This is an optimization exercise on Yosys and OpenROAD, whose aim is small area and a short achievable clock period, not a production implementation. Only simulation tests tie the RTL to the original design; equivalence was not proved.

==> 07-11: inputs <==
==> flow/design.v <==
module crc_engine (
    input  wire [31:0] crc_in,    
    input  wire [31:0] c_top,     
    input  wire [31:0] p_top,     
    input  wire [31:0] poly,      
    input  wire [31:0] mask,
    input  wire [31:0] data,
    input  wire [1:0]  nbytes,    
    input  wire        refin,
    output wire [31:0] crc_out
);
    reg [31:0] m;
    integer i, j, t, i0;
    always @* begin
        for (i0 = 0; i0 < 4; i0 = i0 + 1)
            for (t = 0; t < 8; t = t + 1)
                m[8*i0 + t] = refin ? data[8*i0 + t] : data[8*i0 + 7 - t];
    end
    reg [31:0] fb;
    reg        s;
    always @* begin
        for (i = 0; i < 32; i = i + 1) begin
            s = c_top[31-i] ^ m[i];
            for (j = 0; j < i; j = j + 1)
                s = s ^ (fb[j] & p_top[32-i+j]);
            fb[i] = s;
        end
    end
    reg [31:0] q, cs;
    integer i1;
    always @* begin
        q  = 32'd0;
        cs = 32'd0;
        case (nbytes)
            2'd0: begin
                for (i1 = 0; i1 < 8; i1 = i1 + 1) q[i1] = fb[7-i1];
                cs = crc_in << 8;
            end
            2'd1: begin
                for (i1 = 0; i1 < 16; i1 = i1 + 1) q[i1] = fb[15-i1];
                cs = crc_in << 16;
            end
            default: begin
                for (i1 = 0; i1 < 32; i1 = i1 + 1) q[i1] = fb[31-i1];
                cs = 32'd0;
            end
        endcase
    end
    reg [31:0] pr;
    reg        s2;
    integer    i2, j2;
    always @* begin
        for (i2 = 0; i2 < 32; i2 = i2 + 1) begin
            s2 = 1'b0;
            for (j2 = 0; j2 <= i2; j2 = j2 + 1)
                s2 = s2 ^ (q[j2] & poly[i2-j2]);
            pr[i2] = s2;
        end
    end
    assign crc_out = (cs ^ pr) & mask;
endmodule
module crc_units (
    input  wire        clk,
    input  wire        rst_n,
    input  wire        req_valid,
    input  wire        req_write,
    input  wire [15:0] req_addr,
    input  wire [1:0]  req_size,
    input  wire [31:0] req_wdata,
    output wire        rsp_valid,
    output wire        rsp_err,
    output wire [31:0] rsp_rdata
);
    reg        q_rst, q_valid, q_write, q_ok;
    reg [1:0]  q_unit;
    reg [3:0]  q_idx;
    reg [31:0] q_wdata;
    always @(posedge clk) begin
        q_rst   <= !rst_n;
        q_valid <= req_valid && rst_n;
        q_write <= req_write;
        q_ok    <= (req_addr[15:8] == 8'd0) && (req_addr[5:2] <= 4'd9) &&
                   (req_size == 2'd2) && (req_addr[1:0] == 2'b00);
        q_unit  <= req_addr[7:6];
        q_idx   <= req_addr[5:2];
        q_wdata <= req_wdata;
    end
    reg        cfg_en    [0:3];
    reg        cfg_refin [0:3];
    reg        cfg_refout[0:3];
    reg [4:0]  cfg_wm1   [0:3];
    reg [31:0] poly      [0:3];
    reg [31:0] init      [0:3];
    reg [31:0] xorout    [0:3];
    reg [31:0] val       [0:3];
    wire        s_en     = cfg_en[q_unit];
    wire        s_refin  = cfg_refin[q_unit];
    wire        s_refout = cfg_refout[q_unit];
    wire [4:0]  s_wm1    = cfg_wm1[q_unit];
    wire [31:0] s_poly   = poly[q_unit];
    wire [31:0] s_init   = init[q_unit];
    wire [31:0] s_xorout = xorout[q_unit];
    wire [31:0] s_val    = val[q_unit];
    wire [4:0]  sh    = ~s_wm1;                     
    wire [31:0] mask  = 32'hFFFF_FFFF >> sh;
    wire [31:0] c_top = s_val << sh;
    wire [31:0] p_top = s_poly << sh;
    wire is_data = (q_idx == 4'd7) || (q_idx == 4'd8) || (q_idx == 4'd9);
    wire err     = !q_ok || (q_write && is_data && !s_en);
    wire wen     = q_valid && q_write && !err;
    wire [31:0] crc_next;
    crc_engine u_engine (
        .crc_in (s_val),
        .c_top  (c_top),
        .p_top  (p_top),
        .poly   (s_poly),
        .mask   (mask),
        .data   (q_wdata),
        .nbytes (q_idx[1:0] + 2'd1),    
        .refin  (s_refin),
        .crc_out(crc_next)
    );
    reg [31:0] refl;
    integer k;
    always @* begin
        for (k = 0; k < 32; k = k + 1)
            refl[k] = c_top[31 - k];
    end
    wire [31:0] res = ((s_refout ? refl : s_val) ^ s_xorout) & mask;
    reg [31:0] rd;
    always @* begin
        case (q_idx)
            4'd0:    rd = {s_en, s_refin, s_refout, 24'd0, s_wm1};
            4'd1:    rd = s_poly & mask;
            4'd2:    rd = s_init & mask;
            4'd3:    rd = s_xorout & mask;
            4'd4:    rd = s_val & mask;
            4'd5:    rd = res;
            default: rd = 32'd0;
        endcase
    end
    assign rsp_valid = q_valid;
    assign rsp_err   = err;
    assign rsp_rdata = (q_write || !q_ok) ? 32'd0 : rd;
    wire [31:0] mw    = q_wdata & mask;
    wire [31:0] val_d = (q_idx == 4'd4) ? mw :
                        (q_idx == 4'd6) ? (s_init & mask) : crc_next;
    wire        val_w = (q_idx == 4'd4) || (q_idx == 4'd6 && q_wdata[0]) || is_data;
    genvar g;
    generate
        for (g = 0; g < 4; g = g + 1) begin : g_unit
            wire sel = wen && (q_unit == g);
            always @(posedge clk) begin
                if (q_rst) begin
                    cfg_en[g]     <= 1'b0;
                    cfg_refin[g]  <= 1'b1;
                    cfg_refout[g] <= 1'b1;
                    cfg_wm1[g]    <= 5'd31;
                    poly[g]       <= 32'h04C1_1DB7;
                    init[g]       <= 32'hFFFF_FFFF;
                    xorout[g]     <= 32'hFFFF_FFFF;
                    val[g]        <= 32'hFFFF_FFFF;
                end else if (sel) begin
                    if (q_idx == 4'd0) begin
                        cfg_en[g]     <= q_wdata[31];
                        cfg_refin[g]  <= q_wdata[30];
                        cfg_refout[g] <= q_wdata[29];
                        cfg_wm1[g]    <= q_wdata[4:0];
                    end
                    if (q_idx == 4'd1) poly[g]   <= mw;
                    if (q_idx == 4'd2) init[g]   <= mw;
                    if (q_idx == 4'd3) xorout[g] <= mw;
                    if (val_w)         val[g]    <= val_d;
                end
            end
        end
    endgenerate
endmodule
==> flow/run.sh <==
#!/bin/bash
# synth_recipe.tcl (not shown) runs the flow's synth.tcl, then flattens the netlist and writes it again
# the make line also repeats each setting of config.mk as NAME=value (left out here)
make -C /OpenROAD-flow-scripts/flow DESIGN_CONFIG=/design/flow/config.mk WORK_HOME=/design/flow/orfs CLKGATE_MAP_FILE= SYNTH_SCRIPT=/design/flow/synth_recipe.tcl finish
==> flow/config.mk <==
export PLATFORM = sky130hd
export DESIGN_NAME = crc_units
export DESIGN_NICKNAME = crc_units
export VERILOG_FILES = /design/flow/design.v
export SDC_FILE = /design/flow/constraint.sdc
export NUM_CORES = 4
export LEC_CHECK = 0
export CAP_MARGIN = 20
export CORE_MARGIN = 2
export CORE_UTILIZATION = 25
export PLACE_DENSITY = 0.4
export SLEW_MARGIN = 20
==> flow/constraint.sdc <==
create_clock -name core_clock -period 70.0 [get_ports {clk}]
set_input_delay 14.0000 -clock core_clock [delete_from_list [all_inputs] [get_ports {clk}]]
set_output_delay 14.0000 -clock core_clock [all_outputs]
set_load 0.01 [all_outputs]
==> 03-13: changes against 07-11 <==
==> flow/flow/run.sh (new file) <==
#!/bin/bash
# Standard ORFS layout, with timing repair aimed at a setup slack margin so
# that the resizer works on the achieved period (the SDC is unchanged).
set -euo pipefail
MARGIN=$(cat flow/margin.txt)
bash standard.sh SETUP_SLACK_MARGIN=$MARGIN finish > flow_make.log 2>&1
==> flow/flow/margin.txt (new file) <==
53
==> flow/standard.sh (new file) <==
#!/bin/bash
# synth_recipe.tcl (not shown) runs the flow's synth.tcl, then flattens the netlist and writes it again
# the make line also repeats each setting of config.mk as NAME=value (left out here)
make -C /OpenROAD-flow-scripts/flow DESIGN_CONFIG=/design/flow/config.mk WORK_HOME=/design/flow/orfs CLKGATE_MAP_FILE= SYNTH_SCRIPT=/design/flow/synth_recipe.tcl "${@:-finish}"
removed: flow/run.sh
==> reports/metrics.cfg <==
[pwr]
clkPwrFrac_pct=11.0

[final_layout]
layout.clock.cell_area_share_pct=4.02
multi_input_area_share_pct=64.9

[place]
hpwl_detailed_um=184000

[timing]
worst_slew_pin_slew_ps=1160
finClkSkew_ps=28.2

[status]
status=no timing/DRC/antenna violations

[global_route]
grt_util_met1_pct=31.8

[critical_path]
cpPeakStageDelay_ps=910
worstSetupStartpoint=q_unit[1]

[detailed_routing]
drt-met1-wl_um=110000

# the run above: 07-11

==> reports/metrics.cfg <==
[status]
status=no timing/DRC/antenna violations

[final_layout]
multi_input_area_share_pct=63.3

[critical_path]
worstSetupStartpoint=q_unit[0]

[timing]
finClkSkew_ps=45.6
worst_slew_pin_slew_ps=1350

[place]
hpwl_detailed_um=181000

[global_route]
grt_util_met1_pct=32.8

# the run above: 03-13

[re-timing with driven ports]
The results above use ideal ports. As a check the final layouts listed here were re-extracted and re-timed, cells and wires unchanged.
Step 1, drivers: a clkbuf_16 drives clk and a buf_2 each remaining input, both assumed.
Step 2 adds t to the input delays and takes it off the output delays; t is the mean of the earliest and latest rising clock arrival at the registers after step 1. Input paths then give back, and output paths get back, about the clock's delay inside the block.
Slacks: no drivers / after step 1 / after step 2; pairs: no drivers / after step 1.
| run | shift t [ns] | slack for setup (ns) | worst setup path after step 2 | slew at the worst register clock pin (ns) |
|---|---|---|---|---|
| 07-11 | 0.712 | 47.377 / 47.377 / 47.377 | register to register | 0.07 / 0.07 |
| 03-13 | 0.696 | 51.187 / 51.124 / 51.820 | register to output | 0.07 / 0.07 |
After both steps every run listed still meets setup and hold.
